What follows belongs to an exercise in optimizing a design on an open flow for small area, a short achievable clock period and few clock cycles per item; a production flow would make more cautious choices.
The RTL was checked by simulation tests, not by an equivalence proof against the original design.

== 08-26 ==
## kw_unwrap
module kw_unwrap (
    input  wire         clk,
    input  wire         rst,       
    input  wire         start,     
    input  wire [127:0] kek,       
    input  wire [191:0] wrapped,   
    output wire         busy,
    output wire         done,      
    output wire         ok,        
    output wire [127:0] key        
);
    localparam [63:0] KW_IV = 64'hA6A6A6A6A6A6A6A6;
    reg         busy_r;
    reg         done_r;
    reg         kexp;     
    reg         first;    
    reg         step12;   
    reg [3:0]   rnd;      
    reg [3:0]   t;        
    reg [127:0] st;       
    reg [63:0]  ro;       
    reg [127:0] rk;       
    reg [127:0] kl;       
    wire accept = start && !busy_r;
    genvar gb, gc, gr;
    wire last   = !kexp && (rnd == 4'd0);
    assign busy = busy_r;
    assign done = done_r;
    assign ok   = (st[127:64] == KW_IV);
    assign key  = {st[63:0], ro};
    wire [31:0]  w0 = rk[127:96];
    wire [31:0]  w1 = rk[95:64];
    wire [31:0]  w2 = rk[63:32];
    wire [31:0]  w3 = rk[31:0];
    wire [31:0]  v3 = w3 ^ w2;    
    wire [31:0]  v2 = w2 ^ w1;
    wire [31:0]  v1 = w1 ^ w0;
    wire [31:0]  rot = {v3[23:0], v3[31:24]};
    wire [31:0]  sw_out;
    generate
        for (gb = 0; gb < 4; gb = gb + 1) begin : g_sbox
            aes_sbox u_sbox (.a(rot[8*gb +: 8]), .y(sw_out[8*gb +: 8]));
        end
    endgenerate
    wire [9:0]   rd = {rnd == 4'd9, rnd == 4'd8, rnd == 4'd7, rnd == 4'd6, rnd == 4'd5,
                       rnd == 4'd4, rnd == 4'd3, rnd == 4'd2, rnd == 4'd1, rnd == 4'd0};
    wire [7:0]   rcon = {rd[7], rd[6], rd[5] | rd[9], rd[4] | rd[8] | rd[9],
                         rd[3] | rd[8], rd[2] | rd[9], rd[1] | rd[8] | rd[9], rd[0] | rd[8]};
    wire [31:0]  temp = sw_out ^ {rcon, 24'h000000};
    wire [31:0]  n0 = w0 ^ temp;
    wire         fin = kexp && (rnd == 4'd9);    
    wire [31:0]  n2 = v2 ^ n0;
    wire [127:0] key_step = {n0, v1 ^ (temp & {32{kexp}}), v2 ^ (n0 & {32{kexp}}),
  ...
==> flow/config.mk <==
export PLATFORM = sky130hd
export DESIGN_NAME = kw_unwrap
export DESIGN_NICKNAME = kw_unwrap
export VERILOG_FILES = /design/flow/design.v
export SDC_FILE = /design/flow/constraint.sdc
export NUM_CORES = 8
export LEC_CHECK = 0
export CAP_MARGIN = 20
export CORE_MARGIN = 2
export CORE_UTILIZATION = 22
export PLACE_DENSITY = 0.55
export SETUP_SLACK_MARGIN = 1.65
export SLEW_MARGIN = 20
export SYNTH_HIERARCHICAL = 1
==> flow/constraint.sdc <==
create_clock -name core_clock -period 8.0 [get_ports {clk}]
set_input_delay 1.6000 -clock core_clock [delete_from_list [all_inputs] [get_ports {clk}]]
set_output_delay 1.6000 -clock core_clock [all_outputs]
set_load 0.01 [all_outputs]
standard.sh (not shown) runs the stock make flow with config.mk's settings and CLKGATE_MAP_FILE= SYNTH_SCRIPT=/design/flow/synth_recipe.tcl, a recipe that flattens the netlist after the stock synthesis.
==> flow/flow/run.sh <==
#!/bin/bash
# The standard layout (the standard.sh: ORFS synthesis to finish), with
# these changes in how it is made:
#  - the port buffers that global placement inserts on every input and
#    output are the smallest buffer (buf_1) instead of clkdlybuf4s50_1;
#  - clock tree synthesis inserts no dummy loads;
#  - after floorplanning, the flip-flops of the round state (st) get a
#    stronger drive (same cell type, dfxtp_1 -> dfxtp_4): they drive the
#    InvMixColumns network at the start of the critical loop.
# ORFS writes each step's full log under orfs/logs/; make's output goes to
# flow_*.log and the resizing step's to upsize.log, all in this folder.
set -euo pipefail
export BUFFER_PORTS_ARGS="-buffer_cell sky130_fd_sc_hd__buf_1"
export CTS_ARGS="-sink_clustering_enable -repair_clock_nets -dont_use_dummy_load"
bash standard.sh floorplan > flow_floorplan.log 2>&1
odb=orfs/results/$FLOW_PLATFORM/kw_unwrap/base/2_floorplan.odb
ODB=$odb openroad -no_init -exit flow/upsize.tcl > upsize.log 2>&1
bash standard.sh finish > flow_finish.log 2>&1
==> flow/flow/upsize.tcl <==
# Give the state flip-flops st[*] the 4x drive version of their cell.
read_db $::env(ODB)
set db [ord::get_db]
set block [[$db getChip] getBlock]
set n 0
foreach inst [$block getInsts] {
  set name [$inst getName]
  set m [[$inst getMaster] getName]
  if {[string first "st\\\[" $name] == 0 && $m eq "sky130_fd_sc_hd__dfxtp_1"} {
    $inst swapMaster [$db findMaster sky130_fd_sc_hd__dfxtp_4]
    incr n
  }
}
puts "resized $n flip-flops"
write_db $::env(ODB)
Testbench counts of 08-26, summed over its fixed seeds: cycles 67,072, items 512.
--- input diff 08-26..02-24 ---
- changing CORE_UTILIZATION from 22 to 24
- removing PLACE_DENSITY (formerly 0.55)
==> flow/flow/run.sh <==
#!/bin/bash
# The standard layout (the standard.sh: ORFS synthesis to finish), with
# these changes in how it is made:
#  - the port buffers that global placement inserts on every input and
#    output are the smallest buffer (buf_1) instead of clkdlybuf4s50_1;
#  - clock tree synthesis inserts no dummy loads and builds the tree from
#    clkbuf_4 and clkbuf_8;
#  - after floorplanning, the flip-flops of the round state (st) get a
#    stronger drive (same cell type, dfxtp_1 -> dfxtp_4): they drive the
#    InvMixColumns network at the start of the critical loop.
# ORFS writes each step's full log under orfs/logs/; make's output goes to
# flow_*.log and the resizing step's to upsize.log, all in this folder.
set -euo pipefail
export BUFFER_PORTS_ARGS="-buffer_cell sky130_fd_sc_hd__buf_1"
export CTS_ARGS="-sink_clustering_enable -repair_clock_nets -dont_use_dummy_load -buf_list {sky130_fd_sc_hd__clkbuf_4 sky130_fd_sc_hd__clkbuf_8}"
bash standard.sh floorplan > flow_floorplan.log 2>&1
odb=orfs/results/$FLOW_PLATFORM/kw_unwrap/base/2_floorplan.odb
ODB=$odb openroad -no_init -exit flow/upsize.tcl > upsize.log 2>&1
bash standard.sh finish > flow_finish.log 2>&1
Results
- Against 08-26, initial antenna violation count in 02-24 fell by more than 10%.
- Run comparison: 02-24 launching instance or port of the critical path st[13]$_DFF_P_; 08-26 launching instance or port of the critical path st[102]$_DFF_P_
- The total stage count of the critical path reported for 02-24 is smaller than that of 08-26 by 1.
- Compared 08-26 against 02-24; area taken by multi-input logic gates within noise.
- Summary of 02-24 over 08-26: register-to-register slack level; final critical-path share of the clock period level.
- First-pass GRT wire length, 02-24 vs 08-26: down slightly
- Comparing 08-26 with 02-24, the maximum clock rate came out essentially unchanged.
- Number of multi-input logic gates of 08-26 is on par with 02-24.
- More vias were needed by 08-26 than by 02-24.
- No run among 08-26 and 02-24 stopped early or left any final violation; all are clean.

[re-timing with driven ports]
The flow's constraints put no driver on any port. The routed layouts listed below were extracted and timed again, unchanged, in two steps.
Step 1: set_driving_cell puts a clkbuf_16 on clk and a buf_2 on each other input, an assumption about the parent block.
Step 2 moves the port delays by t, midway between the first and last clock arrival at a register: inputs arrive t later, outputs are due t later. That takes back most of the time a late clock gives input paths.
a / b / c = no drivers / after step 1 / after step 2; a / b = the first two.
run	t, ns	setup slack, ns	worst hold slack (ns)
08-26	0.762	1.808 / 1.808 / 1.808	0.524 / 0.524 / 0.524
02-24	0.871	1.808 / 1.808 / 1.808	0.561 / 0.561 / 0.561
After both steps setup and hold are still met in every run listed.
